Background: an optimization exercise with open tools, aiming at small area, a short achievable clock period and few clock cycles. Do not read the settings as production practice.
At most, simulation tests tie the RTL to the original design; equivalence was not proved.
The RTL of run 3 was laid out without a check of its function.
Power is estimated from default activity; no workload was simulated.

==> flow/run.sh <==
#!/bin/bash
# synth_recipe.tcl (not shown) runs the flow's synth.tcl, then flattens the netlist and writes it again
# the make line also repeats each setting of config.mk as NAME=value (left out here)
make -C /OpenROAD-flow-scripts/flow DESIGN_CONFIG=/design/flow/config.mk WORK_HOME=/design/flow/orfs CLKGATE_MAP_FILE= SYNTH_SCRIPT=/design/flow/synth_recipe.tcl finish
==> flow/config.mk <==
export PLATFORM = sky130hd
export DESIGN_NAME = ctx_unwrap
export DESIGN_NICKNAME = ctx_unwrap
export VERILOG_FILES = /design/flow/design.v
export SDC_FILE = /design/flow/constraint.sdc
export NUM_CORES = 8
export LEC_CHECK = 0
export CAP_MARGIN = 20
export CORE_MARGIN = 2
export CORE_UTILIZATION = 35
export PLACE_DENSITY = 0.45
export SLEW_MARGIN = 20
==> flow/constraint.sdc <==
create_clock -name core_clock -period 10.0 [get_ports {clk}]
set_input_delay 2.0000 -clock core_clock [delete_from_list [all_inputs] [get_ports {clk}]]
set_output_delay 2.0000 -clock core_clock [all_outputs]
set_load 0.01 [all_outputs]
==> flow/design.v <==
module aes_sbox (
    input  wire [7:0] a,
    output reg  [7:0] y
);
    always @(*) begin
        case (a)
            8'h00: y = 8'h63;
            8'h01: y = 8'h7c;
            8'h02: y = 8'h77;
            8'h03: y = 8'h7b;
            8'h04: y = 8'hf2;
            8'h05: y = 8'h6b;
            8'h06: y = 8'h6f;
            8'h07: y = 8'hc5;
            8'h08: y = 8'h30;
            8'h09: y = 8'h01;
            8'h0a: y = 8'h67;
            8'h0b: y = 8'h2b;
            8'h0c: y = 8'hfe;
            8'h0d: y = 8'hd7;
            8'h0e: y = 8'hab;
            8'h0f: y = 8'h76;
            8'h10: y = 8'hca;
            8'h11: y = 8'h82;
            8'h12: y = 8'hc9;
            8'h13: y = 8'h7d;
            8'h14: y = 8'hfa;
            8'h15: y = 8'h59;
            8'h16: y = 8'h47;
            8'h17: y = 8'hf0;
            8'h18: y = 8'had;
            8'h19: y = 8'hd4;
            8'h1a: y = 8'ha2;
            8'h1b: y = 8'haf;
            8'h1c: y = 8'h9c;
            8'h1d: y = 8'ha4;
            8'h1e: y = 8'h72;
            8'h1f: y = 8'hc0;
            8'h20: y = 8'hb7;
            8'h21: y = 8'hfd;
            8'h22: y = 8'h93;
            8'h23: y = 8'h26;
            8'h24: y = 8'h36;
            8'h25: y = 8'h3f;
            8'h26: y = 8'hf7;
            8'h27: y = 8'hcc;
            8'h28: y = 8'h34;
            8'h29: y = 8'ha5;
            8'h2a: y = 8'he5;
            8'h2b: y = 8'hf1;
            8'h2c: y = 8'h71;
            8'h2d: y = 8'hd8;
            8'h2e: y = 8'h31;
            8'h2f: y = 8'h15;
            8'h30: y = 8'h04;
            8'h31: y = 8'hc7;
            8'h32: y = 8'h23;
            8'h33: y = 8'hc3;
            8'h34: y = 8'h18;
            8'h35: y = 8'h96;
            8'h36: y = 8'h05;
            8'h37: y = 8'h9a;
            8'h38: y = 8'h07;
            8'h39: y = 8'h12;
            8'h3a: y = 8'h80;
            8'h3b: y = 8'he2;
            8'h3c: y = 8'heb;
            8'h3d: y = 8'h27;
            8'h3e: y = 8'hb2;
            8'h3f: y = 8'h75;
            8'h40: y = 8'h09;
            8'h41: y = 8'h83;
            8'h42: y = 8'h2c;
            8'h43: y = 8'h1a;
            8'h44: y = 8'h1b;
            8'h45: y = 8'h6e;
            8'h46: y = 8'h5a;
            8'h47: y = 8'ha0;
            8'h48: y = 8'h52;
            8'h49: y = 8'h3b;
            8'h4a: y = 8'hd6;
            8'h4b: y = 8'hb3;
            8'h4c: y = 8'h29;
            8'h4d: y = 8'he3;
            8'h4e: y = 8'h2f;
            8'h4f: y = 8'h84;
            8'h50: y = 8'h53;
            8'h51: y = 8'hd1;
            8'h52: y = 8'h00;
            8'h53: y = 8'hed;
            8'h54: y = 8'h20;
            8'h55: y = 8'hfc;
            8'h56: y = 8'hb1;
            8'h57: y = 8'h5b;
            8'h58: y = 8'h6a;
            8'h59: y = 8'hcb;
            8'h5a: y = 8'hbe;
            8'h5b: y = 8'h39;
            8'h5c: y = 8'h4a;
            8'h5d: y = 8'h4c;
            8'h5e: y = 8'h58;
            8'h5f: y = 8'hcf;
            8'h60: y = 8'hd0;
            8'h61: y = 8'hef;
            8'h62: y = 8'haa;
            8'h63: y = 8'hfb;
            8'h64: y = 8'h43;
            8'h65: y = 8'h4d;
            8'h66: y = 8'h33;
            8'h67: y = 8'h85;
            8'h68: y = 8'h45;
            8'h69: y = 8'hf9;
            8'h6a: y = 8'h02;
            8'h6b: y = 8'h7f;
            8'h6c: y = 8'h50;
            8'h6d: y = 8'h3c;
            8'h6e: y = 8'h9f;
            8'h6f: y = 8'ha8;
            8'h70: y = 8'h51;
            8'h71: y = 8'ha3;
            8'h72: y = 8'h40;
            8'h73: y = 8'h8f;
            8'h74: y = 8'h92;
            8'h75: y = 8'h9d;
            8'h76: y = 8'h38;
            8'h77: y = 8'hf5;
            8'h78: y = 8'hbc;
            8'h79: y = 8'hb6;
            8'h7a: y = 8'hda;
            8'h7b: y = 8'h21;
            8'h7c: y = 8'h10;
            8'h7d: y = 8'hff;
            8'h7e: y = 8'hf3;
            8'h7f: y = 8'hd2;
            8'h80: y = 8'hcd;
            8'h81: y = 8'h0c;
            8'h82: y = 8'h13;
            8'h83: y = 8'hec;
            8'h84: y = 8'h5f;
            8'h85: y = 8'h97;
            8'h86: y = 8'h44;
            8'h87: y = 8'h17;
            8'h88: y = 8'hc4;
            8'h89: y = 8'ha7;
            8'h8a: y = 8'h7e;
            8'h8b: y = 8'h3d;
            8'h8c: y = 8'h64;
            8'h8d: y = 8'h5d;
            8'h8e: y = 8'h19;
            8'h8f: y = 8'h73;
            8'h90: y = 8'h60;
            8'h91: y = 8'h81;
            8'h92: y = 8'h4f;
            8'h93: y = 8'hdc;
            8'h94: y = 8'h22;
            8'h95: y = 8'h2a;
            8'h96: y = 8'h90;
            8'h97: y = 8'h88;
            8'h98: y = 8'h46;
            8'h99: y = 8'hee;
            8'h9a: y = 8'hb8;
            8'h9b: y = 8'h14;
            8'h9c: y = 8'hde;
            8'h9d: y = 8'h5e;
            8'h9e: y = 8'h0b;
            8'h9f: y = 8'hdb;
            8'ha0: y = 8'he0;
            8'ha1: y = 8'h32;
            8'ha2: y = 8'h3a;
            8'ha3: y = 8'h0a;
            8'ha4: y = 8'h49;
            8'ha5: y = 8'h06;
            8'ha6: y = 8'h24;
            8'ha7: y = 8'h5c;
            8'ha8: y = 8'hc2;
            8'ha9: y = 8'hd3;
            8'haa: y = 8'hac;
            8'hab: y = 8'h62;
            8'hac: y = 8'h91;
            8'had: y = 8'h95;
            8'hae: y = 8'he4;
            8'haf: y = 8'h79;
            8'hb0: y = 8'he7;
            8'hb1: y = 8'hc8;
            8'hb2: y = 8'h37;
            8'hb3: y = 8'h6d;
            8'hb4: y = 8'h8d;
            8'hb5: y = 8'hd5;
            8'hb6: y = 8'h4e;
            8'hb7: y = 8'ha9;
            8'hb8: y = 8'h6c;
            8'hb9: y = 8'h56;
            8'hba: y = 8'hf4;
            8'hbb: y = 8'hea;
            8'hbc: y = 8'h65;
            8'hbd: y = 8'h7a;
            8'hbe: y = 8'hae;
            8'hbf: y = 8'h08;
            8'hc0: y = 8'hba;
            8'hc1: y = 8'h78;
            8'hc2: y = 8'h25;
            8'hc3: y = 8'h2e;
            8'hc4: y = 8'h1c;
            8'hc5: y = 8'ha6;
            8'hc6: y = 8'hb4;
            8'hc7: y = 8'hc6;
            8'hc8: y = 8'he8;
            8'hc9: y = 8'hdd;
            8'hca: y = 8'h74;
            8'hcb: y = 8'h1f;
            8'hcc: y = 8'h4b;
            8'hcd: y = 8'hbd;
            8'hce: y = 8'h8b;
            8'hcf: y = 8'h8a;
            8'hd0: y = 8'h70;
            8'hd1: y = 8'h3e;
            8'hd2: y = 8'hb5;
            8'hd3: y = 8'h66;
            8'hd4: y = 8'h48;
            8'hd5: y = 8'h03;
            8'hd6: y = 8'hf6;
            8'hd7: y = 8'h0e;
            8'hd8: y = 8'h61;
            8'hd9: y = 8'h35;
            8'hda: y = 8'h57;
            8'hdb: y = 8'hb9;
            8'hdc: y = 8'h86;
            8'hdd: y = 8'hc1;
            8'hde: y = 8'h1d;
            8'hdf: y = 8'h9e;
            8'he0: y = 8'he1;
            8'he1: y = 8'hf8;
            8'he2: y = 8'h98;
            8'he3: y = 8'h11;
            8'he4: y = 8'h69;
            8'he5: y = 8'hd9;
            8'he6: y = 8'h8e;
            8'he7: y = 8'h94;
            8'he8: y = 8'h9b;
            8'he9: y = 8'h1e;
            8'hea: y = 8'h87;
            8'heb: y = 8'he9;
            8'hec: y = 8'hce;
            8'hed: y = 8'h55;
            8'hee: y = 8'h28;
            8'hef: y = 8'hdf;
            8'hf0: y = 8'h8c;
            8'hf1: y = 8'ha1;
            8'hf2: y = 8'h89;
            8'hf3: y = 8'h0d;
            8'hf4: y = 8'hbf;
            8'hf5: y = 8'he6;
            8'hf6: y = 8'h42;
            8'hf7: y = 8'h68;
            8'hf8: y = 8'h41;
            8'hf9: y = 8'h99;
            8'hfa: y = 8'h2d;
            8'hfb: y = 8'h0f;
            8'hfc: y = 8'hb0;
            8'hfd: y = 8'h54;
            8'hfe: y = 8'hbb;
            8'hff: y = 8'h16;
            default: y = 8'h00;
        endcase
    end
endmodule
module aes_inv_sbox (
    input  wire [7:0] a,
    output reg  [7:0] y
);
    always @(*) begin
        case (a)
            8'h00: y = 8'h52;
            8'h01: y = 8'h09;
            8'h02: y = 8'h6a;
            8'h03: y = 8'hd5;
            8'h04: y = 8'h30;
            8'h05: y = 8'h36;
            8'h06: y = 8'ha5;
            8'h07: y = 8'h38;
            8'h08: y = 8'hbf;
            8'h09: y = 8'h40;
            8'h0a: y = 8'ha3;
            8'h0b: y = 8'h9e;
            8'h0c: y = 8'h81;
            8'h0d: y = 8'hf3;
            8'h0e: y = 8'hd7;
            8'h0f: y = 8'hfb;
            8'h10: y = 8'h7c;
            8'h11: y = 8'he3;
            8'h12: y = 8'h39;
            8'h13: y = 8'h82;
            8'h14: y = 8'h9b;
            8'h15: y = 8'h2f;
            8'h16: y = 8'hff;
            8'h17: y = 8'h87;
            8'h18: y = 8'h34;
            8'h19: y = 8'h8e;
            8'h1a: y = 8'h43;
            8'h1b: y = 8'h44;
            8'h1c: y = 8'hc4;
            8'h1d: y = 8'hde;
            8'h1e: y = 8'he9;
            8'h1f: y = 8'hcb;
            8'h20: y = 8'h54;
            8'h21: y = 8'h7b;
            8'h22: y = 8'h94;
            8'h23: y = 8'h32;
            8'h24: y = 8'ha6;
            8'h25: y = 8'hc2;
            8'h26: y = 8'h23;
            8'h27: y = 8'h3d;
            8'h28: y = 8'hee;
            8'h29: y = 8'h4c;
            8'h2a: y = 8'h95;
            8'h2b: y = 8'h0b;
            8'h2c: y = 8'h42;
            8'h2d: y = 8'hfa;
            8'h2e: y = 8'hc3;
            8'h2f: y = 8'h4e;
            8'h30: y = 8'h08;
            8'h31: y = 8'h2e;
            8'h32: y = 8'ha1;
            8'h33: y = 8'h66;
            8'h34: y = 8'h28;
            8'h35: y = 8'hd9;
            8'h36: y = 8'h24;
            8'h37: y = 8'hb2;
            8'h38: y = 8'h76;
            8'h39: y = 8'h5b;
            8'h3a: y = 8'ha2;
            8'h3b: y = 8'h49;
            8'h3c: y = 8'h6d;
            8'h3d: y = 8'h8b;
            8'h3e: y = 8'hd1;
            8'h3f: y = 8'h25;
            8'h40: y = 8'h72;
            8'h41: y = 8'hf8;
            8'h42: y = 8'hf6;
            8'h43: y = 8'h64;
            8'h44: y = 8'h86;
            8'h45: y = 8'h68;
            8'h46: y = 8'h98;
            8'h47: y = 8'h16;
            8'h48: y = 8'hd4;
            8'h49: y = 8'ha4;
            8'h4a: y = 8'h5c;
            8'h4b: y = 8'hcc;
            8'h4c: y = 8'h5d;
            8'h4d: y = 8'h65;
            8'h4e: y = 8'hb6;
            8'h4f: y = 8'h92;
            8'h50: y = 8'h6c;
            8'h51: y = 8'h70;
            8'h52: y = 8'h48;
            8'h53: y = 8'h50;
            8'h54: y = 8'hfd;
            8'h55: y = 8'hed;
            8'h56: y = 8'hb9;
            8'h57: y = 8'hda;
            8'h58: y = 8'h5e;
            8'h59: y = 8'h15;
            8'h5a: y = 8'h46;
            8'h5b: y = 8'h57;
            8'h5c: y = 8'ha7;
            8'h5d: y = 8'h8d;
            8'h5e: y = 8'h9d;
            8'h5f: y = 8'h84;
            8'h60: y = 8'h90;
            8'h61: y = 8'hd8;
            8'h62: y = 8'hab;
            8'h63: y = 8'h00;
            8'h64: y = 8'h8c;
            8'h65: y = 8'hbc;
            8'h66: y = 8'hd3;
            8'h67: y = 8'h0a;
            8'h68: y = 8'hf7;
            8'h69: y = 8'he4;
            8'h6a: y = 8'h58;
            8'h6b: y = 8'h05;
            8'h6c: y = 8'hb8;
            8'h6d: y = 8'hb3;
            8'h6e: y = 8'h45;
            8'h6f: y = 8'h06;
            8'h70: y = 8'hd0;
            8'h71: y = 8'h2c;
            8'h72: y = 8'h1e;
            8'h73: y = 8'h8f;
            8'h74: y = 8'hca;
            8'h75: y = 8'h3f;
            8'h76: y = 8'h0f;
            8'h77: y = 8'h02;
            8'h78: y = 8'hc1;
            8'h79: y = 8'haf;
            8'h7a: y = 8'hbd;
            8'h7b: y = 8'h03;
            8'h7c: y = 8'h01;
            8'h7d: y = 8'h13;
            8'h7e: y = 8'h8a;
            8'h7f: y = 8'h6b;
            8'h80: y = 8'h3a;
            8'h81: y = 8'h91;
            8'h82: y = 8'h11;
            8'h83: y = 8'h41;
            8'h84: y = 8'h4f;
            8'h85: y = 8'h67;
            8'h86: y = 8'hdc;
            8'h87: y = 8'hea;
            8'h88: y = 8'h97;
            8'h89: y = 8'hf2;
            8'h8a: y = 8'hcf;
            8'h8b: y = 8'hce;
            8'h8c: y = 8'hf0;
            8'h8d: y = 8'hb4;
            8'h8e: y = 8'he6;
            8'h8f: y = 8'h73;
            8'h90: y = 8'h96;
            8'h91: y = 8'hac;
            8'h92: y = 8'h74;
            8'h93: y = 8'h22;
            8'h94: y = 8'he7;
            8'h95: y = 8'had;
            8'h96: y = 8'h35;
            8'h97: y = 8'h85;
            8'h98: y = 8'he2;
            8'h99: y = 8'hf9;
            8'h9a: y = 8'h37;
            8'h9b: y = 8'he8;
            8'h9c: y = 8'h1c;
            8'h9d: y = 8'h75;
            8'h9e: y = 8'hdf;
            8'h9f: y = 8'h6e;
            8'ha0: y = 8'h47;
            8'ha1: y = 8'hf1;
            8'ha2: y = 8'h1a;
            8'ha3: y = 8'h71;
            8'ha4: y = 8'h1d;
            8'ha5: y = 8'h29;
            8'ha6: y = 8'hc5;
            8'ha7: y = 8'h89;
            8'ha8: y = 8'h6f;
            8'ha9: y = 8'hb7;
            8'haa: y = 8'h62;
            8'hab: y = 8'h0e;
            8'hac: y = 8'haa;
            8'had: y = 8'h18;
            8'hae: y = 8'hbe;
            8'haf: y = 8'h1b;
            8'hb0: y = 8'hfc;
            8'hb1: y = 8'h56;
            8'hb2: y = 8'h3e;
            8'hb3: y = 8'h4b;
            8'hb4: y = 8'hc6;
            8'hb5: y = 8'hd2;
            8'hb6: y = 8'h79;
            8'hb7: y = 8'h20;
            8'hb8: y = 8'h9a;
            8'hb9: y = 8'hdb;
            8'hba: y = 8'hc0;
            8'hbb: y = 8'hfe;
            8'hbc: y = 8'h78;
            8'hbd: y = 8'hcd;
            8'hbe: y = 8'h5a;
            8'hbf: y = 8'hf4;
            8'hc0: y = 8'h1f;
            8'hc1: y = 8'hdd;
            8'hc2: y = 8'ha8;
            8'hc3: y = 8'h33;
            8'hc4: y = 8'h88;
            8'hc5: y = 8'h07;
            8'hc6: y = 8'hc7;
            8'hc7: y = 8'h31;
            8'hc8: y = 8'hb1;
            8'hc9: y = 8'h12;
            8'hca: y = 8'h10;
            8'hcb: y = 8'h59;
            8'hcc: y = 8'h27;
            8'hcd: y = 8'h80;
            8'hce: y = 8'hec;
            8'hcf: y = 8'h5f;
            8'hd0: y = 8'h60;
            8'hd1: y = 8'h51;
            8'hd2: y = 8'h7f;
            8'hd3: y = 8'ha9;
            8'hd4: y = 8'h19;
            8'hd5: y = 8'hb5;
            8'hd6: y = 8'h4a;
            8'hd7: y = 8'h0d;
            8'hd8: y = 8'h2d;
            8'hd9: y = 8'he5;
            8'hda: y = 8'h7a;
            8'hdb: y = 8'h9f;
            8'hdc: y = 8'h93;
            8'hdd: y = 8'hc9;
            8'hde: y = 8'h9c;
            8'hdf: y = 8'hef;
            8'he0: y = 8'ha0;
            8'he1: y = 8'he0;
            8'he2: y = 8'h3b;
            8'he3: y = 8'h4d;
            8'he4: y = 8'hae;
            8'he5: y = 8'h2a;
            8'he6: y = 8'hf5;
            8'he7: y = 8'hb0;
            8'he8: y = 8'hc8;
            8'he9: y = 8'heb;
            8'hea: y = 8'hbb;
            8'heb: y = 8'h3c;
            8'hec: y = 8'h83;
            8'hed: y = 8'h53;
            8'hee: y = 8'h99;
            8'hef: y = 8'h61;
            8'hf0: y = 8'h17;
            8'hf1: y = 8'h2b;
            8'hf2: y = 8'h04;
            8'hf3: y = 8'h7e;
            8'hf4: y = 8'hba;
            8'hf5: y = 8'h77;
            8'hf6: y = 8'hd6;
            8'hf7: y = 8'h26;
            8'hf8: y = 8'he1;
            8'hf9: y = 8'h69;
            8'hfa: y = 8'h14;
            8'hfb: y = 8'h63;
            8'hfc: y = 8'h55;
            8'hfd: y = 8'h21;
            8'hfe: y = 8'h0c;
            8'hff: y = 8'h7d;
            default: y = 8'h00;
        endcase
    end
endmodule
module ctx_unwrap (
    input  wire         clk,
    input  wire         rst,        
    input  wire         start,      
    input  wire [255:0] kek,        
    input  wire [575:0] wrapped,    
    output wire         ready,
    output reg          done,       
    output wire         ok,         
    output wire [511:0] key_out     
);
    localparam [2:0] S_IDLE   = 3'd0,
                     S_KEYEXP = 3'd1,
                     S_LOAD   = 3'd2,
                     S_ROUND  = 3'd3,
                     S_FINAL  = 3'd4;
    localparam [63:0] IV = 64'hA6A6_A6A6_A6A6_A6A6;
    reg  [2:0]   st;
    reg  [3:0]   rnd;           
    reg  [5:0]   t;             
    reg  [7:0]   rcon;
    reg  [255:0] kwin;          
    reg  [127:0] rk [0:14];     
    reg  [127:0] s;             
    reg  [63:0]  a;             
    reg  [63:0]  r [0:7];       
    assign ready = (st == S_IDLE);
    function [7:0] xt;
        input [7:0] b;
        xt = {b[6:0], 1'b0} ^ (b[7] ? 8'h1b : 8'h00);
    endfunction
    function [7:0] mul9;
        input [7:0] b;
        mul9 = xt(xt(xt(b))) ^ b;
    endfunction
    function [7:0] mul11;
        input [7:0] b;
        mul11 = xt(xt(xt(b))) ^ xt(b) ^ b;
    endfunction
    function [7:0] mul13;
        input [7:0] b;
        mul13 = xt(xt(xt(b))) ^ xt(xt(b)) ^ b;
    endfunction
    function [7:0] mul14;
        input [7:0] b;
        mul14 = xt(xt(xt(b))) ^ xt(xt(b)) ^ xt(b);
    endfunction
    wire [31:0] kw_last = kwin[31:0];
    wire [31:0] kw_sub;
    genvar g;
    generate
        for (g = 0; g < 4; g = g + 1) begin : g_ksub
            aes_sbox u_sbox (.a(kw_last[8*g +: 8]), .y(kw_sub[8*g +: 8]));
        end
    endgenerate
    wire [31:0] kw_t = rnd[0] ? kw_sub
                              : ({kw_sub[23:0], kw_sub[31:24]} ^ {rcon, 24'h0});
    wire [31:0] nk0 = kwin[255:224] ^ kw_t;
    wire [31:0] nk1 = kwin[223:192] ^ nk0;
    wire [31:0] nk2 = kwin[191:160] ^ nk1;
    wire [31:0] nk3 = kwin[159:128] ^ nk2;
    wire [127:0] next_rk = {nk0, nk1, nk2, nk3};
    wire [127:0] shifted;
    wire [127:0] subbed;
    wire [127:0] added;
    wire [127:0] mixed;
    genvar rr, cc;
    generate
        for (cc = 0; cc < 4; cc = cc + 1) begin : g_col
            for (rr = 0; rr < 4; rr = rr + 1) begin : g_row
                assign shifted[127 - 8*(rr + 4*cc) -: 8] =
                    s[127 - 8*(rr + 4*((cc + 4 - rr) % 4)) -: 8];
                aes_inv_sbox u_isbox (
                    .a(shifted[127 - 8*(rr + 4*cc) -: 8]),
                    .y(subbed [127 - 8*(rr + 4*cc) -: 8])
                );
            end
            wire [7:0] b0 = added[127 - 8*(4*cc + 0) -: 8];
            wire [7:0] b1 = added[127 - 8*(4*cc + 1) -: 8];
            wire [7:0] b2 = added[127 - 8*(4*cc + 2) -: 8];
            wire [7:0] b3 = added[127 - 8*(4*cc + 3) -: 8];
            assign mixed[127 - 8*(4*cc + 0) -: 8] = mul14(b0) ^ mul11(b1) ^ mul13(b2) ^ mul9(b3);
            assign mixed[127 - 8*(4*cc + 1) -: 8] = mul9(b0) ^ mul14(b1) ^ mul11(b2) ^ mul13(b3);
            assign mixed[127 - 8*(4*cc + 2) -: 8] = mul13(b0) ^ mul9(b1) ^ mul14(b2) ^ mul11(b3);
            assign mixed[127 - 8*(4*cc + 3) -: 8] = mul11(b0) ^ mul13(b1) ^ mul9(b2) ^ mul14(b3);
        end
    endgenerate
    assign added = subbed ^ rk[0];
    integer k;
    always @(posedge clk) begin
        if (rst) begin
            st   <= S_IDLE;
            done <= 1'b0;
        end else begin
            done <= 1'b0;
            case (st)
                S_IDLE: begin
                    if (start) begin
                        kwin   <= kek;
                        rk[1]  <= kek[255:128];    
                        rk[0]  <= kek[127:0];      
                        rcon   <= 8'h01;
                        rnd    <= 4'd2;
                        a      <= wrapped[575:512];
                        for (k = 0; k < 8; k = k + 1)
                            r[k] <= wrapped[511 - 64*k -: 64];
                        t      <= 6'd48;
                        st     <= S_KEYEXP;
                    end
                end
                S_KEYEXP: begin
                    rk[0]   <= next_rk;
                    for (k = 1; k < 15; k = k + 1)
                        rk[k] <= rk[k-1];
                    kwin    <= {kwin[127:0], next_rk};
                    if (!rnd[0])
                        rcon <= xt(rcon);
                    if (rnd == 4'd14)
                        st <= S_LOAD;
                    else
                        rnd <= rnd + 4'd1;
                end
                S_LOAD: begin
                    s   <= {a ^ {58'h0, t}, r[7]} ^ rk[0];
                    for (k = 0; k < 15; k = k + 1)
                        rk[k] <= rk[(k + 1) % 15];
                    rnd <= 4'd13;
                    st  <= S_ROUND;
                end
                S_ROUND: begin
                    s <= mixed;
                    for (k = 0; k < 15; k = k + 1)
                        rk[k] <= rk[(k + 1) % 15];
                    if (rnd == 4'd1) begin
                        rnd <= 4'd0;
                        st  <= S_FINAL;
                    end else begin
                        rnd <= rnd - 4'd1;
                    end
                end
                S_FINAL: begin
                    for (k = 0; k < 15; k = k + 1)
                        rk[k] <= rk[(k + 1) % 15];
                    a    <= added[127:64];
                    r[0] <= added[63:0];
                    for (k = 1; k < 8; k = k + 1)
                        r[k] <= r[k-1];
                    if (t == 6'd1) begin
                        done <= 1'b1;
                        st   <= S_IDLE;
                    end else begin
                        t  <= t - 6'd1;
                        st <= S_LOAD;
                    end
                end
                default: st <= S_IDLE;
            endcase
        end
    end
    wire [511:0] plain = {r[0], r[1], r[2], r[3], r[4], r[5], r[6], r[7]};
    assign ok      = (a == IV) && (plain[511:256] != plain[255:0]);
    assign key_out = ok ? plain : 512'h0;
endmodule
==> out/metrics.yaml, run 1 <==
place_ws_ns: 2.09
fin_worst_skew_ns: 0.112
avgSynthCellArea_um2: 8.22
critPathMaxFanout: 126
drt_pre_antenna_iters: 9
synth_cells: 26700
fmax_ghz: 0.112
grt_use_total: 0.417
clk_pin_slew_ns: 0.06
drive_gt1_frac: 0.0683
ys_seq_area_frac: 0.411
routed_via_density: 6.35
synth-seq-cells: 3062
drv_slew: 0
stdcell_count: 36200
maxCapViolCount: 0
grt_setup_unrepaired: "no"
netlist_area_mm2: 0.220
period_needed_ns: 8.91
antenna_left: 0
startpoint_type: "flop"
min_path_cells: 2
critical_path_class: "flop to primary output"
area_delta_synth_final_pct: 16.8
via_count: 230000
synth_warnings: 5
dieArea_mm2: 0.634
ios: 1350
htree_num_levels: 5
placed_cells: 35200
cts_buffers: 378
p_leak_nw: 98.0
fp.coreArea_mm2: 0.627
layout.nets: 28400
hpwlAfterDp_mm: 1050
fin_ws_ns: 1.09
root_buffer: "clkbuf_16"
tightestPinTransition_ns: 1.34
crit_start: "a[5]$_DFFE_PP_"
setup_viol_count_final: 0
netlist-cell-type-count: 116
yosysTopAreaCell: "edfxtp_1"
synth_nets: 28000
post-cts-setup-buffer-count: 0
slew_headroom: 0.109
clkLatencyLatePin_ns: 1.08
r2r_slack_ns: 2.60
yosysTopAreaCellShare: 0.396
synthTopCellsByArea: "edfxtp_1 (40%), nand2_1 (15%), o21ai_0 (4.2%)"
nFillCells: 64000
final_core_util: 0.409
regToRegEndpoint: "g_col[1].g_row[1].u_isbox.y[4]$_DFF_P_"
endpoint: "key_out[43]"
cp.required_ns: 8.00
start_util: 0.351
postCtsHoldBufs: 0
clock_path_buffers: 4
cts_tree: "built"
regToRegStartpoint: "rk[0][117]$_DFFE_PP_"
wl_per_cell_um: 38.4
die_x_um: 796
drt_iter0_markers: 37700
post_cts_resized: 0
grt_pass1_wl_mm: 1850
hold_viol_final: 0
synth_edf_count: 2898
setup_tns_ns: 0
route.detailed.drc: 0
synth-main-ff-cell: "edfxtp_1"
io_buffers: 1349
fp-row-count: 291
run_status: "timing/DRC/antenna clean"
crit_arrival_ns: 6.91
grt_pass1_vias: 207000
routed_wl_mm: 1390
min_period_over_period: 0.891
antenna_found_initial: 307
vdd.ir_drop.worst_mv: 0.552
grt_max_degree: 212
place_congestion: 1.08
p_per_area_mw_per_mm2: 262
async_flop_share: 0
die_h_um: 796
min_path_type: "flop to flop"
gr-total-overflow: 0
cp-end-kind: "primary output"
r2r_cells: 18
clkSinkCount: 3062
layout by cell type (no fill, tap or decap), drive strengths merged, types with 282 or more instances in the layout:
master / synthesis / final
a21oi: 1338 / 1338
diode: 0 / 320
nor3: 462 / 462
a221oi: 373 / 373
o211ai: 376 / 376
and2: 686 / 686
nand2: 8737 / 8737
edfxtp: 2898 / 2898
o21ai: 1889 / 1889
nand3: 511 / 511
nor2: 1414 / 1414
a31oi: 355 / 355
clkdlybuf4s50: 0 / 1349
a211oi: 509 / 509
buf: 540 / 897
xnor2: 723 / 723
ha: 393 / 393
xor2: 441 / 441
clkbuf: 1628 / 473
nand2b: 282 / 282
cells in the mapped netlist (all sizes together) (355+ instances only):
library cell	number
and2	686
a221oi	373
ha	393
clkbuf	1628
a211oi	509
xnor2	723
nor2	1414
nand3	511
a21oi	1338
nor3	462
a31oi	355
nand2	8737
buf	540
o21ai	1889
o211ai	376
xor2	441
edfxtp	2898
area by class of cell:
| class | count | area, µm² | share of cell area |
|---|---|---|---|
| antenna | 320 | 801 | 0.00312 |
| clock buffer | 473 | 9950 | 0.0388 |
| clock inverter | 221 | 2300 | 0.00898 |
| inverter | 146 | 572 | 0.00223 |
| multi-input combinational | 21400 | 121000 | 0.472 |
| sequential | 3062 | 90300 | 0.352 |
| tap | 8350 | 10400 | 0.0407 |
| timing repair buffer | 2246 | 21000 | 0.0819 |
kinds of logic after synthesis:
group,count (synthesis),share of synthesized area
simple gates,12800,0.245
compound gates,6521,0.194
flops,3062,0.411
buf+inv,2314,0.0422
xor+xnor,1402,0.0745
fa+ha+maj,393,0.0224
mux,230,0.0111
sequential cells by signal, indices dropped and copies added, names as in the netlist, 4 cells and up:
name,cells
a,64
kwin,256
s,128
t,6
r,512
rnd,4
rcon,8
g_col.g_row.u_isbox.y,128
g_ksub.u_sbox.y,32
rk,1920
report_power, final:
| part | leakage (nW) | total [mW] | internal, mW | switching (mW) |
|---|---|---|---|---|
| sequential | 28.5 | 18.2 | 16.2 | 2.01 |
| clock | 5.92 | 14.2 | 7.81 | 6.35 |
| combinational | 63.6 | 35.0 | 12.3 | 22.7 |
| total | 98.0 | 67.3 | 36.3 | 31.0 |
worst min-delay path by stage:
stage                                     from  slack [ns]                   end
after floorplan             kwin[32]$_DFFE_PN_        0.48   kwin[160]$_DFFE_PN_
after global placement     kwin[104]$_DFFE_PN_        0.49   kwin[232]$_DFFE_PN_
after detailed placement    kwin[60]$_DFFE_PN_        0.49   kwin[188]$_DFFE_PN_
after CTS                 rk[8][126]$_DFFE_PP_        0.43  rk[9][126]$_DFFE_PP_
after global routing      rk[14][99]$_DFFE_PP_        0.48  rk[13][99]$_DFFE_PP_
final                     rk[8][126]$_DFFE_PP_        0.45  rk[9][126]$_DFFE_PP_
per-layer routing:
layer / routed length [µm] / part of all wire / track usage
met1: 528000 / 0.38 / 0.525
met2: 564000 / 0.41 / 0.587
met3: 157000 / 0.11 / 0.123
met4: 140000 / 0.10 / 0.347
met5: 586 / 0.00042 / 0
critical path, cell delays in order (launching register included):
cell and delay [ns]:
edfxtp_1 0.57, nor4bb_1 0.78, nand4_1 0.32, or4_1 0.87, a41oi_4 0.32, buf_6 0.64, buf_4 0.67, buf_4 0.77
and2_1 0.24, clkdlybuf4s50_1 0.55
metrics by stage:
stage	area, µm²	hold WS (ns)	power (mW)
2_1_floorplan	220000	0.484	39.3
3_3_place_gp	243000	0.485	52.3
3_5_place_dp	243000	0.492	52.1
4_1_cts	256000	0.431	66.4
5_1_grt	256000	0.475	69.0
6_report	257000	0.453	67.3
Testbench counts, summed over its fixed seeds: cycles 93,952.
==> run 2, diff against run 1 <==
--- a/flow/design.v
+++ b/flow/design.v
@@ -541,155 +541,175 @@
     output wire         ok,         
     output wire [511:0] key_out     
 );
-    localparam [2:0] S_IDLE   = 3'd0,
-                     S_KEYEXP = 3'd1,
-                     S_LOAD   = 3'd2,
-                     S_ROUND  = 3'd3,
-                     S_FINAL  = 3'd4;
     localparam [63:0] IV = 64'hA6A6_A6A6_A6A6_A6A6;
-    reg  [2:0]   st;
+    reg          s_idle, s_kexp, s_white, s_rnd, s_end, s_fin, s_zero;
     reg  [3:0]   rnd;           
     reg  [5:0]   t;             
-    reg  [7:0]   rcon;
-    reg  [255:0] kwin;          
-    reg  [127:0] rk [0:14];     
+    reg  [255:0] kw;            
+    reg  [255:0] ks;            
     reg  [127:0] s;             
-    reg  [63:0]  a;             
     reg  [63:0]  r [0:7];       
-    assign ready = (st == S_IDLE);
+    reg          aok;           
+    reg          neq;           
+    reg          okr;
+    assign ready   = s_idle;
+    assign ok      = okr;
+    assign key_out = {r[0], r[1], r[2], r[3], r[4], r[5], r[6], r[7]};
     function [7:0] xt;
         input [7:0] b;
         xt = {b[6:0], 1'b0} ^ (b[7] ? 8'h1b : 8'h00);
     endfunction
-    function [7:0] mul9;
-        input [7:0] b;
-        mul9 = xt(xt(xt(b))) ^ b;
-    endfunction
-    function [7:0] mul11;
-        input [7:0] b;
-        mul11 = xt(xt(xt(b))) ^ xt(b) ^ b;
-    endfunction
-    function [7:0] mul13;
-        input [7:0] b;
-        mul13 = xt(xt(xt(b))) ^ xt(xt(b)) ^ b;
-    endfunction
-    function [7:0] mul14;
-        input [7:0] b;
-        mul14 = xt(xt(xt(b))) ^ xt(xt(b)) ^ xt(b);
+    function [7:0] rcon;
+        input [2:0] i;
+        case (i)
+            3'd1: rcon = 8'h01;
+            3'd2: rcon = 8'h02;
+            3'd3: rcon = 8'h04;
+            3'd4: rcon = 8'h08;
+            3'd5: rcon = 8'h10;
+            3'd6: rcon = 8'h20;
+            3'd7: rcon = 8'h40;
+            default: rcon = 8'h00;
+        endcase
     endfunction
-    wire [31:0] kw_last = kwin[31:0];
-    wire [31:0] kw_sub;
+    wire        fwd    = s_kexp;
+    wire [31:0] ks_in  = fwd ? ks[31:0] : kw[159:128];
+    wire [31:0] ks_sub;
     genvar g;
     generate
         for (g = 0; g < 4; g = g + 1) begin : g_ksub
-            aes_sbox u_sbox (.a(kw_last[8*g +: 8]), .y(kw_sub[8*g +: 8]));
+            aes_sbox u_sbox (.a(ks_in[8*g +: 8]), .y(ks_sub[8*g +: 8]));
         end
     endgenerate
-    wire [31:0] kw_t = rnd[0] ? kw_sub
-                              : ({kw_sub[23:0], kw_sub[31:24]} ^ {rcon, 24'h0});
-    wire [31:0] nk0 = kwin[255:224] ^ kw_t;
-    wire [31:0] nk1 = kwin[223:192] ^ nk0;
-    wire [31:0] nk2 = kwin[191:160] ^ nk1;
-    wire [31:0] nk3 = kwin[159:128] ^ nk2;
-    wire [127:0] next_rk = {nk0, nk1, nk2, nk3};
-    wire [127:0] shifted;
-    wire [127:0] subbed;
-    wire [127:0] added;
-    wire [127:0] mixed;
+    wire        rot    = rnd[0] ^ fwd;
+    wire [2:0]  rci    = rnd[3:1] + 3'd1;
+    wire [31:0] ks_t   = rot ? ({ks_sub[23:0], ks_sub[31:24]} ^ {rcon(rci), 24'h0})
+                             : ks_sub;
+    wire [31:0] f0 = ks[255:224] ^ ks_t;
+    wire [31:0] f1 = ks[255:224] ^ ks[223:192] ^ ks_t;
+    wire [31:0] f2 = ks[255:224] ^ ks[223:192] ^ ks[191:160] ^ ks_t;
+    wire [31:0] f3 = ks[255:224] ^ ks[223:192] ^ ks[191:160] ^ ks[159:128] ^ ks_t;
+    wire [255:0] ks_fwd = {ks[127:0], f0, f1, f2, f3};
+    wire [31:0] b0 = kw[127:96] ^ ks_t;
+    wire [31:0] b1 = kw[95:64]  ^ kw[127:96];
+    wire [31:0] b2 = kw[63:32]  ^ kw[95:64];
+    wire [31:0] b3 = kw[31:0]   ^ kw[63:32];
+    wire [255:0] kw_bwd = {b0, b1, b2, b3, kw[255:128]};
+    wire [127:0] rk   = kw[255:128];     
+    wire [127:0] rk14 = ks[127:0];
+    wire [127:0] added = s ^ rk;         
+    wire [127:0] mixed;                  
     genvar rr, cc;
     generate
+        for (cc = 0; cc < 4; cc = cc + 1) begin : g_mix
+            wire [7:0] c0 = added[127 - 8*(4*cc + 0) -: 8];
+            wire [7:0] c1 = added[127 - 8*(4*cc + 1) -: 8];
+            wire [7:0] c2 = added[127 - 8*(4*cc + 2) -: 8];
+            wire [7:0] c3 = added[127 - 8*(4*cc + 3) -: 8];
+            wire [7:0] u  = xt(xt(c0 ^ c2));
+            wire [7:0] v  = xt(xt(c1 ^ c3));
+            wire [7:0] d0 = c0 ^ u;
+            wire [7:0] d1 = c1 ^ v;
+            wire [7:0] d2 = c2 ^ u;
+            wire [7:0] d3 = c3 ^ v;
+            wire [7:0] tt = d0 ^ d1 ^ d2 ^ d3;
+            assign mixed[127 - 8*(4*cc + 0) -: 8] = d0 ^ tt ^ xt(d0 ^ d1);
+            assign mixed[127 - 8*(4*cc + 1) -: 8] = d1 ^ tt ^ xt(d1 ^ d2);
+            assign mixed[127 - 8*(4*cc + 2) -: 8] = d2 ^ tt ^ xt(d2 ^ d3);
+            assign mixed[127 - 8*(4*cc + 3) -: 8] = d3 ^ tt ^ xt(d3 ^ d0);
+        end
+    endgenerate
+    wire         white = s_white;
+    wire [5:0]   tn    = t - 6'd1;
+    wire [63:0]  kx_hi = white ? rk14[127:64] : (rk[127:64] ^ rk14[127:64] ^ {58'h0, tn});
+    wire [127:0] first = {s[127:64] ^ kx_hi, (white ? s[63:0] : r[6]) ^ rk14[63:0]};
+    wire [127:0] x     = s_rnd ? mixed : first;
+    wire [127:0] subbed;
+    generate
         for (cc = 0; cc < 4; cc = cc + 1) begin : g_col
             for (rr = 0; rr < 4; rr = rr + 1) begin : g_row
-                assign shifted[127 - 8*(rr + 4*cc) -: 8] =
-                    s[127 - 8*(rr + 4*((cc + 4 - rr) % 4)) -: 8];
                 aes_inv_sbox u_isbox (
-                    .a(shifted[127 - 8*(rr + 4*cc) -: 8]),
-                    .y(subbed [127 - 8*(rr + 4*cc) -: 8])
+                    .a(x     [127 - 8*(rr + 4*((cc + 4 - rr) % 4)) -: 8]),
+                    .y(subbed[127 - 8*(rr + 4*cc) -: 8])
                 );
             end
-            wire [7:0] b0 = added[127 - 8*(4*cc + 0) -: 8];
-            wire [7:0] b1 = added[127 - 8*(4*cc + 1) -: 8];
-            wire [7:0] b2 = added[127 - 8*(4*cc + 2) -: 8];
-            wire [7:0] b3 = added[127 - 8*(4*cc + 3) -: 8];
-            assign mixed[127 - 8*(4*cc + 0) -: 8] = mul14(b0) ^ mul11(b1) ^ mul13(b2) ^ mul9(b3);
-            assign mixed[127 - 8*(4*cc + 1) -: 8] = mul9(b0) ^ mul14(b1) ^ mul11(b2) ^ mul13(b3);
-            assign mixed[127 - 8*(4*cc + 2) -: 8] = mul13(b0) ^ mul9(b1) ^ mul14(b2) ^ mul11(b3);
-            assign mixed[127 - 8*(4*cc + 3) -: 8] = mul11(b0) ^ mul13(b1) ^ mul9(b2) ^ mul14(b3);
         end
     endgenerate
-    assign added = subbed ^ rk[0];
-    integer k;
+    wire         last = (t == 6'd1);
+    wire go = s_idle && start;
     always @(posedge clk) begin
         if (rst) begin
-            st   <= S_IDLE;
-            done <= 1'b0;
+            s_idle  <= 1'b1;
+            s_kexp  <= 1'b0;
+            s_white <= 1'b0;
+            s_rnd   <= 1'b0;
+            s_end   <= 1'b0;
+            s_fin   <= 1'b0;
+            s_zero  <= 1'b0;
+            done    <= 1'b0;
         end else begin
-            done <= 1'b0;
-            case (st)
-                S_IDLE: begin
-                    if (start) begin
-                        kwin   <= kek;
-                        rk[1]  <= kek[255:128];    
-                        rk[0]  <= kek[127:0];      
-                        rcon   <= 8'h01;
-                        rnd    <= 4'd2;
-                        a      <= wrapped[575:512];
-                        for (k = 0; k < 8; k = k + 1)
-                            r[k] <= wrapped[511 - 64*k -: 64];
-                        t      <= 6'd48;
-                        st     <= S_KEYEXP;
-                    end
-                end
-                S_KEYEXP: begin
-                    rk[0]   <= next_rk;
-                    for (k = 1; k < 15; k = k + 1)
-                        rk[k] <= rk[k-1];
-                    kwin    <= {kwin[127:0], next_rk};
-                    if (!rnd[0])
-                        rcon <= xt(rcon);
-                    if (rnd == 4'd14)
-                        st <= S_LOAD;
-                    else
-                        rnd <= rnd + 4'd1;
-                end
-                S_LOAD: begin
-                    s   <= {a ^ {58'h0, t}, r[7]} ^ rk[0];
-                    for (k = 0; k < 15; k = k + 1)
-                        rk[k] <= rk[(k + 1) % 15];
-                    rnd <= 4'd13;
-                    st  <= S_ROUND;
-                end
-                S_ROUND: begin
-                    s <= mixed;
-                    for (k = 0; k < 15; k = k + 1)
-                        rk[k] <= rk[(k + 1) % 15];
-                    if (rnd == 4'd1) begin
-                        rnd <= 4'd0;
-                        st  <= S_FINAL;
-                    end else begin
-                        rnd <= rnd - 4'd1;
-                    end
-                end
-                S_FINAL: begin
-                    for (k = 0; k < 15; k = k + 1)
-                        rk[k] <= rk[(k + 1) % 15];
-                    a    <= added[127:64];
-                    r[0] <= added[63:0];
-                    for (k = 1; k < 8; k = k + 1)
-                        r[k] <= r[k-1];
-                    if (t == 6'd1) begin
-                        done <= 1'b1;
-                        st   <= S_IDLE;
-                    end else begin
-                        t  <= t - 6'd1;
-                        st <= S_LOAD;
-                    end
-                end
-                default: st <= S_IDLE;
-            endcase
+            s_idle  <= (s_idle && !start) || (s_fin && okn) || (s_zero && rnd == 4'd0);
+            s_kexp  <= go || (s_kexp && rnd != 4'd12);
+            s_white <= s_kexp && rnd == 4'd12;
+            s_rnd   <= s_white || (s_rnd && rnd != 4'd1) || (s_end && !last);
+            s_end   <= s_rnd && rnd == 4'd1;
+            s_fin   <= s_end && last;
+            s_zero  <= (s_fin && !okn) || (s_zero && rnd != 4'd0);
+            done    <= (s_fin && okn) || (s_zero && rnd == 4'd0);
+        end
+    end
+    wire okn = aok && (neq || r[0] != r[4]);
+    always @(posedge clk)
+        kw <= s_rnd ? kw_bwd : ks;
+    always @(posedge clk) begin
+        if (s_idle)
+            ks <= kek;
+        else if (s_kexp)
+            ks <= ks_fwd;
+    end
+    always @(posedge clk) begin
+        if (s_idle)
+            s <= {wrapped[575:512] ^ 64'd48, wrapped[63:0]};    
+        else if (!s_kexp)
+            s <= subbed;
+    end
+    always @(posedge clk) begin
+        if (s_idle)
+            rnd <= 4'd0;
+        else if (s_kexp)
+            rnd <= rnd + 4'd1;
+        else if (s_white || s_end || s_fin)
+            rnd <= (s_fin ? 4'd6 : 4'd13);
+        else
+            rnd <= rnd - 4'd1;
+    end
+    always @(posedge clk) begin
+        if (s_idle)
+            t <= 6'd48;
+        else if (s_end)
+            t <= tn;
+    end
+    always @(posedge clk) begin
+        if (s_idle)
+            neq <= 1'b0;
+        else if (s_rnd && t[5:2] == 4'd0 && r[0] != r[4])
+            neq <= 1'b1;
+    end
+    always @(posedge clk)
+        if (s_end)
+            aok <= (added[127:64] == IV);
+    always @(posedge clk)
+        if (s_fin)
+            okr <= okn;
+    integer k;
+    always @(posedge clk) begin
+        if (go) begin
+            for (k = 0; k < 7; k = k + 1)
+                r[k] <= wrapped[511 - 64*k -: 64];    
+        end else if (s_end || (s_fin && !okn) || s_zero) begin
+            for (k = 1; k < 8; k = k + 1)
+                r[k] <= r[k-1];
+            r[0] <= s_end ? added[63:0] : 64'h0;
         end
     end
-    wire [511:0] plain = {r[0], r[1], r[2], r[3], r[4], r[5], r[6], r[7]};
-    assign ok      = (a == IV) && (plain[511:256] != plain[255:0]);
-    assign key_out = ok ? plain : 512'h0;
 endmodule
--- a/flow/config.mk
+++ b/flow/config.mk
@@ -5,8 +5,10 @@
 export SDC_FILE = /design/flow/constraint.sdc
 export NUM_CORES = 8
 export LEC_CHECK = 0
+export ABC_AREA = 1
 export CAP_MARGIN = 20
 export CORE_MARGIN = 2
 export CORE_UTILIZATION = 35
 export PLACE_DENSITY = 0.45
+export SETUP_SLACK_MARGIN = 2.5
 export SLEW_MARGIN = 20
==> out/metrics.yaml, run 2 <==
synth-seq-cells: 1173
power.switching_mw: 36.5
avgSynthCellArea_um2: 6.06
hold_viol_final: 0
nFillCells: 39400
synth_nets: 22200
p_seq_frac: 0.133
netlist_area_mm2: 0.127
synth_compound_area_frac: 0.0913
synthSimpleGateAreaFrac: 0.482
layout_commonest_cell: "nand2_1"
largest_reg_flops: 512
grt_setup_unrepaired: "no"
min_path_type: "flop to flop"
grt_use_total: 0.502
ios: 1350
dieArea_mm2: 0.368
netlist-cell-type-count: 82
stdcell_area_mm2: 0.149
cpPeakStageDelay_ns: 0.92
via_count: 168000
yosysTopAreaCellShare: 0.243
setup_tns_ns: 0
intPower_mw: 21.6
die_x_um: 607
grt_max_degree: 154
postCtsHoldBufs: 0
setup_viol_count_final: 0
synth_warnings: 4
async_flop_share: 0
fp.coreArea_mm2: 0.362
fin_ws_ns: 3.35
route.detailed.drc: 0
whs_ns: 0.497
cp-end-kind: "flop"
drv_slew: 0
place_congestion: 1.28
clkLatencyLatePin_ns: 0.96
period_needed_ns: 6.65
synthXorXnorAreaFrac: 0.0499
routed_via_density: 6.25
ys_seq_area_frac: 0.255
worstPathCellList: "xnor2_1 -> nand3_1 -> nand2_1 -> xor2_1 -> xnor2_1 -> nand2_1 -> nand2_1 -> clkinv_1 -> ha_1 -> inv_1 -> nand3_1 -> nand3_1 -> nand3_1 -> nand3_1 -> nand3_1 -> nand3_1 -> nand2_1 -> nand2_1 -> nand2_1"
cts_tree: "built"
fmax_ghz: 0.150
synthTopCellsByArea: "nand2_1 (24%), edfxtp_1 (21%), nand3_1 (19%)"
htree_num_levels: 4
routed_wl_mm: 966
wl_per_cell_um: 36.0
vdd.ir_drop.worst_mv: 0.218
root_buffer: "clkbuf_16"
maxCapViolCount: 0
tightestPinTransition_ns: 1.34
drt_iter0_markers: 33300
synth_edf_count: 898
p_leak_nw: 69.7
regMostFlops: "r"
critPathMaxFanout: 15
drt_pre_antenna_iters: 8
antenna_found_initial: 273
post_cts_resized: 0
die_h_um: 607
synth_top_family_by_area: "simple AND/OR/NAND/NOR gates"
area_delta_synth_final_pct: 17.2
min_path_cells: 2
place_area_mm2: 0.143
synth_fa_ha_area_frac: 0.0348
start_util: 0.351
synth-main-ff-cell: "edfxtp_1"
cp.required_ns: 10.52
synth.most_common_cell: "nand2_1"
synth_cells: 21000
antenna_left: 0
synth_common_cells: "nand2_1 (8255), nand3_1 (4732), o21ai_0 (1154)"
hpwlAfterDp_mm: 756
cts_buffers: 159
pwr-share-comb: 0.762
place_ws_ns: 3.60
muxShareOfSynthArea: 0.00283
p_sw_frac: 0.629
grt_pass1_wl_mm: 1280
clk_pin_slew_ns: 0.06
startpoint_type: "flop"
p_total_mw: 58.1
fp-row-count: 221
crit_path_top_delay_cell: "xnor2_1"
layout.nets: 22800
post-cts-setup-buffer-count: 0
r2r_cells: 19
run_status: "timing/DRC/antenna clean"
grt_pass1_vias: 147000
clkSinkCount: 1173
yosysTopAreaCell: "nand2_1"
drive_gt1_frac: 0.0512
p_per_area_mw_per_mm2: 389
io_buffers: 1349
p_clk_frac: 0.104
mostFrequentLayoutCells: "nand2_1 (8228), nand3_1 (4732), clkdlybuf4s50_1 (1348)"
fin_worst_skew_ns: 0.0876
gr-total-overflow: 0
critical_path_class: "flop to flop"
clock_path_buffers: 4
crit_arrival_ns: 7.17
slew_headroom: 0.107
min_period_over_period: 0.665
crit_top_cell: "nand3_1"
largestRegisters: "r (512), ks (256), kw (256)"
==> run 2: cell types whose count changed after synthesis, sizes merged, moves of 369 or more <==
| cell | change |
|---|---|
| a211oi | -498 |
| a21oi | -1050 |
| a221oi | -369 |
| and2 | -684 |
| clkbuf | -1256 |
| edfxtp | -2000 |
| inv | +1073 |
| nand3 | +4263 |
| nor2 | -696 |
| nor3 | -429 |
| o21ai | -621 |
| xnor2 | -398 |
==> run 2: final timing paths <==
path,start,to,slack [ns]
worst max-delay path,kw[160]$_DFF_P_,s[23]$_DFFE_PP_,3.35
worst min-delay path,ks[201]$_DFFE_PP_,kw[201]$_DFF_P_,0.50
worst max register to register,kw[160]$_DFF_P_,s[23]$_DFFE_PP_,3.35
worst min register to register,ks[201]$_DFFE_PP_,kw[201]$_DFF_P_,0.50
==> run 2: critical path: cells and delay by family (launching register included) <==
family	cells	cell delay, ns
xor+xnor	3	1.30
fa+ha+maj	1	0.46
buf+inv	2	0.75
flops	1	0.57
simple gates	13	3.15
==> run 2: layout make-up <==
type,count,area [µm²],area share
tap,4794,6000,0.0402
antenna,330,826,0.00554
clock buffer,215,4420,0.0296
sequential,1173,32500,0.218
clock inverter,73,762,0.00511
multi-input combinational,17400,84400,0.566
inverter,1235,4670,0.0313
timing repair buffer,1624,15600,0.105
==> run 2: power by group through the flow <==
stage          logic (mW)  clock network (mW)  registers, mW
2_1_floorplan        28.5                   0           6.91
3_3_place_gp         42.0                   0           7.71
3_5_place_dp         41.7                   0           7.70
4_1_cts              41.8                6.05           7.62
5_1_grt              46.9                6.21           7.69
6_report             44.3                6.07           7.74
==> run 2: through the flow <==
step / util / cells
floorplan: - / 21000
global placement: 0.395 / 26200
detailed placement: 0.395 / 26200
CTS: 0.409 / 26500
global route: 0.411 / 26700
finish: 0.412 / 26900
==> run 2: cell families after synthesis <==
family                   after synthesis
multiplexers                          36
XOR/XNOR                             711
AO/OA/AOI/OAI                       2037
adder cells (fa/ha/maj)              354
AND/OR/NAND/NOR                    14300
flip-flops                          1173
buffers and inverters               2405
==> run 2: routing by layer <==
metal  global-route usage  wire length, µm  part of all wire  vias to the layer above
met5              0.00810             1070            0.0011                        -
met4                0.418            97700              0.10                      102
met3                0.240           150000              0.15                     3165
met2                0.686           377000              0.39                    14400
met1                0.588           341000              0.35                    78800
li1                     -                -                 -                    71400
Testbench counts of run 2, summed over its fixed seeds: cycles 88,316.
==> run 3, diff against run 2 <==
--- a/flow/design.v
+++ b/flow/design.v
@@ -542,14 +542,13 @@
     output wire [511:0] key_out     
 );
     localparam [63:0] IV = 64'hA6A6_A6A6_A6A6_A6A6;
-    reg          s_idle, s_kexp, s_white, s_rnd, s_end, s_fin, s_zero;
+    reg          s_idle, s_kexp, s_white, s_rnd, s_end, s_zero;
     reg  [3:0]   rnd;           
     reg  [5:0]   t;             
     reg  [255:0] kw;            
     reg  [255:0] ks;            
     reg  [127:0] s;             
     reg  [63:0]  r [0:7];       
-    reg          aok;           
     reg          neq;           
     reg          okr;
     assign ready   = s_idle;
@@ -644,21 +643,20 @@
             s_white <= 1'b0;
             s_rnd   <= 1'b0;
             s_end   <= 1'b0;
-            s_fin   <= 1'b0;
             s_zero  <= 1'b0;
             done    <= 1'b0;
         end else begin
-            s_idle  <= (s_idle && !start) || (s_fin && okn) || (s_zero && rnd == 4'd0);
+            s_idle  <= (s_idle && !start) || (fin && okn) || (s_zero && rnd == 4'd0);
             s_kexp  <= go || (s_kexp && rnd != 4'd12);
             s_white <= s_kexp && rnd == 4'd12;
             s_rnd   <= s_white || (s_rnd && rnd != 4'd1) || (s_end && !last);
             s_end   <= s_rnd && rnd == 4'd1;
-            s_fin   <= s_end && last;
-            s_zero  <= (s_fin && !okn) || (s_zero && rnd != 4'd0);
-            done    <= (s_fin && okn) || (s_zero && rnd == 4'd0);
+            s_zero  <= (fin && !okn) || (s_zero && rnd != 4'd0);
+            done    <= (fin && okn) || (s_zero && rnd == 4'd0);
         end
     end
-    wire okn = aok && (neq || r[0] != r[4]);
+    wire fin = s_end && last;
+    wire okn = (added[127:64] == IV) && (neq || added[63:0] != r[3]);
     always @(posedge clk)
         kw <= s_rnd ? kw_bwd : ks;
     always @(posedge clk) begin
@@ -678,8 +676,8 @@
             rnd <= 4'd0;
         else if (s_kexp)
             rnd <= rnd + 4'd1;
-        else if (s_white || s_end || s_fin)
-            rnd <= (s_fin ? 4'd6 : 4'd13);
+        else if (s_white || s_end)
+            rnd <= (last ? 4'd7 : 4'd13);
         else
             rnd <= rnd - 4'd1;
     end
@@ -696,17 +694,14 @@
             neq <= 1'b1;
     end
     always @(posedge clk)
-        if (s_end)
-            aok <= (added[127:64] == IV);
-    always @(posedge clk)
-        if (s_fin)
+        if (fin)
             okr <= okn;
     integer k;
     always @(posedge clk) begin
         if (go) begin
             for (k = 0; k < 7; k = k + 1)
                 r[k] <= wrapped[511 - 64*k -: 64];    
-        end else if (s_end || (s_fin && !okn) || s_zero) begin
+        end else if (s_end || s_zero) begin
             for (k = 1; k < 8; k = k + 1)
                 r[k] <= r[k-1];
             r[0] <= s_end ? added[63:0] : 64'h0;
--- a/flow/config.mk
+++ b/flow/config.mk
@@ -8,7 +8,7 @@
 export ABC_AREA = 1
 export CAP_MARGIN = 20
 export CORE_MARGIN = 2
-export CORE_UTILIZATION = 35
-export PLACE_DENSITY = 0.45
-export SETUP_SLACK_MARGIN = 2.5
+export CORE_UTILIZATION = 40
+export PLACE_DENSITY = 0.5
+export SETUP_SLACK_MARGIN = 5
 export SLEW_MARGIN = 20
==> out/metrics.yaml, run 3 <==
p_leak_nw: 71.7
fp.coreArea_mm2: 0.312
endpoint: "done$_SDFF_PP0_"
yosysTopAreaCellShare: 0.237
drt_iter0_markers: 42700
synth_edf_count: 897
routed_via_density: 6.75
start_util: 0.403
nFillCells: 32200
cts_buffers: 155
largestRegisters: "r (512), ks (256), kw (256)"
ys_seq_area_frac: 0.258
root_buffer: "clkbuf_16"
run_status: "timing/DRC/antenna clean"
area_delta_synth_final_pct: 23.3
r2r_slack_ns: 4.66
drv_slew: 0
grt_pass1_vias: 151000
stdcell_area_mm2: 0.155
p_per_area_mw_per_mm2: 410
place_congestion: 1.26
min_period_over_period: 0.534
antenna_found_initial: 305
via_count: 177000
synth_cells: 20600
mostFrequentLayoutCells: "nand2_1 (7734), nand3_1 (4500), clkdlybuf4s50_1 (1341)"
clkLatencyLatePin_ns: 0.98
synth.most_common_cell: "nand2_1"
place_area_mm2: 0.142
min_path_type: "flop to flop"
synth_warnings: 4
async_flop_share: 0
grt_use_total: 0.603
postCtsHoldBufs: 0
routed_wl_mm: 995
grt_setup_unrepaired: "yes"
yosysTopAreaCell: "nand2_1"
netlist-cell-type-count: 78
setup_viol_count_final: 0
synthTopCellsByArea: "nand2_1 (24%), edfxtp_1 (21%), nand3_1 (18%)"
dieArea_mm2: 0.319
fp-row-count: 205
tightestPinTransition_ns: 1.44
hold_viol_final: 0
grt_max_degree: 173
hpwlAfterDp_mm: 731
regMostFlops: "r"
synth-main-ff-cell: "edfxtp_1"
layout_commonest_cell: "nand2_1"
crit_start: "kw[153]$_DFF_P_"
route.detailed.drc: 0
vdd.ir_drop.worst_mv: 0.249
cp.required_ns: 10.76
clkSinkCount: 1171
fin_worst_skew_ns: 0.130
die_h_um: 565
setup_tns_ns: 0
regToRegEndpoint: "done$_SDFF_PP0_"
die_x_um: 565
crit_arrival_ns: 6.10
grt_pass1_wl_mm: 1330
drt_pre_antenna_iters: 15
synth-seq-cells: 1171
clk_pin_slew_ns: 0.06
regArea_mm2: 0.0325
slew_headroom: 0.0397
layout.nets: 22700
synth_common_cells: "nand2_1 (7959), nand3_1 (4608), o21ai_0 (1172)"
antenna_left: 0
largest_reg_flops: 512
cts_tree: "built"
critical_path_class: "flop to flop"
drive_gt1_frac: 0.0870
netlist_area_mm2: 0.126
period_needed_ns: 5.34
critPathMaxFanout: 6
r2r_cells: 11
io_buffers: 1349
ios: 1350
synth_nets: 21800
startpoint_type: "flop"
gr-total-overflow: 0
multiInputGateArea_mm2: 0.0876
cp-end-kind: "flop"
wl_per_cell_um: 38.0
fmax_ghz: 0.187
avgSynthCellArea_um2: 6.12
maxCapViolCount: 0
clock_path_buffers: 4
regToRegStartpoint: "kw[153]$_DFF_P_"
htree_num_levels: 4
## run 3: changes by cell type in the layout (fill, tap and decap cells not counted), sizes merged, moves of 14 or more
cell / delta
nand2: -397
buf: +279
nand3: -146
xor2: +140
diode: +71
nor2: -66
xnor2: +61
inv: -57
clkinvlp: +51
o211ai: +34
o22ai: +24
mux2i: +18
o2111ai: -15
nand4: -14
## run 3: power by group
| part | switching, mW | internal (mW) | leakage, nW | total, mW |
|---|---|---|---|---|
| registers | 1.67 | 6.23 | 11.2 | 7.89 |
| logic | 35.6 | 14.2 | 58.0 | 49.7 |
| clock network | 2.73 | 3.27 | 2.45 | 6.00 |
## run 3: layer usage
metal  vias to the layer above  GRT usage  wire length (µm)
met3                      5605      0.397            180000
met2                     18600      0.786            376000
li1                      71000          -                 -
met5                         -     0.0777              2800
met1                     81300      0.635            311000
met4                        92      0.580            126000
## run 3: final cells by class
type,instances,area share
inverter,1220,0.0313
clock buffer,198,0.0274
antenna,401,0.00647
timing repair inverter,3,0.000129
tap,4140,0.0334
clock inverter,82,0.00516
sequential,1171,0.209
multi-input combinational,17000,0.565
timing repair buffer,1911,0.122
## run 3: cell families (layout without fill, tap and decap cells)
kind of cell               after synthesis  in the layout  synth area share
DFF                                   1171           1171             0.258
muxes                                   54             54           0.00433
xor gates and xnor gates               912            912            0.0658
AOI/OAI and AO/OA                     2068           2070            0.0934
and+or+nand+nor                      13600          13700             0.463
adders and majority gates              354            354            0.0352
buffers and inverters                 2369           3414            0.0805
other                                    0            401                 0
## run 3: worst min-delay path by stage
| stage | start | to | slack (ns) | cells after the start |
|---|---|---|---|---|
| floorplan | neq$_SDFFE_PP0P_ | neq$_SDFFE_PP0P_ | 0.44 | 2 |
| detailed placement | kw[178]$_DFF_P_ | kw[50]$_DFF_P_ | 0.47 | 2 |
| global placement | kw[172]$_DFF_P_ | kw[44]$_DFF_P_ | 0.47 | 2 |
| finish | kw[178]$_DFF_P_ | kw[50]$_DFF_P_ | 0.49 | 2 |
| CTS | kw[178]$_DFF_P_ | kw[50]$_DFF_P_ | 0.48 | 2 |
| global route | ks[147]$_DFFE_PP_ | kw[147]$_DFF_P_ | 0.51 | 2 |
## run 3: per-stage QoR
stage	utilization	hold WS [ns]	cells	power, mW	worst slack [ns]
2_1_floorplan	-	0.436	20600	36.6	2.89
3_3_place_gp	0.453	0.466	25200	51.3	3.48
3_5_place_dp	0.453	0.468	25200	51.0	3.71
4_1_cts	0.478	0.482	25600	57.9	4.84
5_1_grt	0.496	0.507	26000	65.7	4.82
6_report	0.497	0.486	26200	63.6	4.66
## run 3: critical path: stages, from the launching register on
cell and delay [ns]:
dfxtp_1 0.63, xnor2_4 0.30, nand2_1 0.30, o2111ai_1 0.62, nor4_2 1.28, and3_1 0.33
nand4_1 0.58, nand2_1 0.59, inv_1 0.12, a32o_1 0.22, inv_1 0.15, nor2_1 0.07
## run 3: what timing repair did
action	CTS	global route
pin swaps	19	67
gates resized for setup	394	608
buffers inserted	73	168
gates cloned	6	14
endpoints found under the setup margin	283	211
==> run 4, diff against run 3 <==
--- a/flow/design.v
+++ b/flow/design.v
@@ -548,6 +548,8 @@
     reg  [255:0] kw;            
     reg  [255:0] ks;            
     reg  [127:0] s;             
+    reg  [63:0]  ain;           
+    reg  [63:0]  nx;            
     reg  [63:0]  r [0:7];       
     reg          neq;           
     reg          okr;
@@ -621,7 +623,7 @@
     wire         white = s_white;
     wire [5:0]   tn    = t - 6'd1;
     wire [63:0]  kx_hi = white ? rk14[127:64] : (rk[127:64] ^ rk14[127:64] ^ {58'h0, tn});
-    wire [127:0] first = {s[127:64] ^ kx_hi, (white ? s[63:0] : r[6]) ^ rk14[63:0]};
+    wire [127:0] first = {(white ? ain : s[127:64]) ^ kx_hi, nx ^ rk14[63:0]};
     wire [127:0] x     = s_rnd ? mixed : first;
     wire [127:0] subbed;
     generate
@@ -665,12 +667,13 @@
         else if (s_kexp)
             ks <= ks_fwd;
     end
-    always @(posedge clk) begin
+    always @(posedge clk)
+        s <= subbed;
+    always @(posedge clk)
         if (s_idle)
-            s <= {wrapped[575:512] ^ 64'd48, wrapped[63:0]};    
-        else if (!s_kexp)
-            s <= subbed;
-    end
+            ain <= wrapped[575:512] ^ 64'd48;
+    always @(posedge clk)
+        nx <= s_kexp ? r[7] : r[6];
     always @(posedge clk) begin
         if (s_idle)
             rnd <= 4'd0;
@@ -699,7 +702,7 @@
     integer k;
     always @(posedge clk) begin
         if (go) begin
-            for (k = 0; k < 7; k = k + 1)
+            for (k = 0; k < 8; k = k + 1)
                 r[k] <= wrapped[511 - 64*k -: 64];    
         end else if (s_end || s_zero) begin
             for (k = 1; k < 8; k = k + 1)
==> out/metrics.yaml, run 4 <==
vdd.ir_drop.worst_mv: 0.539
synth-seq-cells: 1299
grt_pass1_wl_mm: 1290
run_status: "timing/DRC/antenna clean"
fp-row-count: 209
fmax_ghz: 0.192
start_util: 0.401
cp-end-kind: "primary output"
async_flop_share: 0
area_delta_synth_final_pct: 19.2
stdcell_area_mm2: 0.155
regMostFlops: "r"
htree_num_levels: 4
avgSynthCellArea_um2: 6.31
synth-main-ff-cell: "edfxtp_1"
gr-total-overflow: 0
yosysTopAreaCell: "nand3_1"
crit_arrival_ns: 3.22
synthTopCellsByArea: "nand3_1 (20%), nand2_1 (20%), edfxtp_1 (19%)"
synth_cells: 20600
fp.coreArea_mm2: 0.324
startpoint_type: "flop"
fin_worst_skew_ns: 0.143
clock_path_buffers: 4
synth_nets: 21800
routed_via_density: 6.59
slew_headroom: 0.0708
layout.nets: 22500
dieArea_mm2: 0.330
hpwlAfterDp_mm: 745
routed_wl_mm: 976
critPathMaxFanout: 3
critical_path_class: "flop to primary output"
path_buf_inv: 1
nFillCells: 33700
drive_gt1_frac: 0.0794
mostFrequentLayoutCells: "nand2_1 (6833), nand3_1 (5212), clkdlybuf4s50_1 (1332)"
drt_iter0_markers: 37400
root_buffer: "clkbuf_16"
grt_pass1_vias: 148000
worstPathCellList: "clkdlybuf4s50_1"
clkLatencyLatePin_ns: 1.05
grt_max_degree: 151
place_area_mm2: 0.145
hold_viol_final: 0
grt_setup_unrepaired: "yes"
clkSinkCount: 1299
largestRegisters: "r (512), ks (256), kw (256)"
synth_warnings: 4
multiInputGateArea_mm2: 0.0867
cts_tree: "built"
via_count: 173000
yosysTopAreaCellShare: 0.202
ys_seq_area_frac: 0.264
synth_common_cells: "nand2_1 (6934), nand3_1 (5257), inv_1 (1140)"
maxCapViolCount: 0
synth.most_common_cell: "nand2_1"
drv_slew: 0
ios: 1350
crit_path_top_delay_cell: "clkdlybuf4s50_1"
place_congestion: 1.23
path_delay_family: "buffers and inverters"
setup_tns_ns: 0
synth_edf_count: 833
netlist-cell-type-count: 77
wl_per_cell_um: 37.1
layout_commonest_cell: "nand2_1"
cts_buffers: 169
min_path_type: "flop to flop"
die_h_um: 574
regArea_mm2: 0.0344
==> run 4: changes by cell type in the layout (fill, tap and decap cells not counted), moves of 110 or more <==
cell | previous run | this run
mux2_2 | 0 | 319
buf_4 | 420 | 286
nor2_1 | 594 | 723
nand3_1 | 4500 | 5212
dfxtp_1 | 239 | 434
diode_2 | 401 | 511
nand2_1 | 7734 | 6833
==> run 4: report_power, final <==
part	internal, mW	leakage, nW	switching (mW)	total (mW)
logic	14.7	55.4	39.3	53.9
clock network	3.71	2.80	3.02	6.73
registers	6.83	12.1	1.81	8.64
total	25.2	70.3	44.1	69.3
==> run 4: cells by family (layout without fill, tap and decap cells) <==
kind of cell,after synthesis,in the layout,share of synthesized area
AND/OR/NAND/NOR,13400,13400,0.449
AO/OA/AOI/OAI,1990,1990,0.0867
buffers and inverters,2388,3250,0.0817
XOR/XNOR,772,772,0.0532
flip-flops,1299,1299,0.264
adder cells (fa/ha/maj),357,357,0.0344
multiplexers,365,365,0.0312
other,0,511,0
==> run 4: final cells by class <==
cell class              count  area share
repair inverters            1   0.0000323
inverters                1234      0.0309
diodes                    511     0.00825
repair buffers           1703       0.107
clock inverters           100     0.00762
multi-input cells       16900       0.559
well taps                4325      0.0349
clock buffers             212      0.0297
flip-flops and latches   1299       0.222
==> run 4: metrics by stage <==
stage / std cells / setup slack [ns] / power [mW] / hold WS (ns) / util
floorplan: 20600 / 4.95 / 41.6 / 0.430 / -
global placement: 25400 / 3.51 / 58.0 / 0.461 / 0.449
detailed placement: 25400 / 3.91 / 57.7 / 0.466 / 0.449
CTS: 25700 / 5.01 / 64.8 / 0.421 / 0.469
global route: 26100 / 4.84 / 71.9 / 0.487 / 0.478
finish: 26300 / 4.78 / 69.3 / 0.446 / 0.479
==> run 4: path summary, 6_finish.rpt <==
path / startpoint / endpoint / slack, ns / depth (start not counted)
worst max-delay path: r[3][24]$_DFFE_PP_ / key_out[280] / 4.78 / 1
worst min-delay path: r[7][21]$_DFFE_PP_ / nx[21]$_DFF_P_ / 0.45 / 2
worst max register to register: s[36]$_DFF_P_ / s[61]$_DFF_P_ / 4.87 / 13
worst min register to register: r[7][21]$_DFFE_PP_ / nx[21]$_DFF_P_ / 0.45 / 2
==> run 4: repair_timing <==
item	4_1_cts	5_1_grt
buffers inserted	9	58
hold buffers	0	0
gates cloned	0	5
resized for setup	140	271
pin swaps	0	12
setup endpoints to repair	236	214
==> run 4: routing by layer <==
| layer | wire, µm | vias up | GRT usage | share of wire |
|---|---|---|---|---|
| met2 | 361000 | 17100 | 0.725 | 0.37 |
| met5 | 3190 | - | 0.0894 | 0.0033 |
| met1 | 328000 | 80300 | 0.636 | 0.34 |
| met4 | 108000 | 104 | 0.490 | 0.11 |
| met3 | 175000 | 4323 | 0.345 | 0.18 |
| li1 | - | 71400 | - | - |
Testbench counts of run 4, summed over its fixed seeds: cycles 88,224.

Check on run 4: ideal ports give 4.785 ns setup slack; a clkbuf_16 on the clock port and buf_2 on the inputs give 4.651 ns; moving port delays by the midpoint clock arrival (1.115 ns) as well gives 4.507 ns.
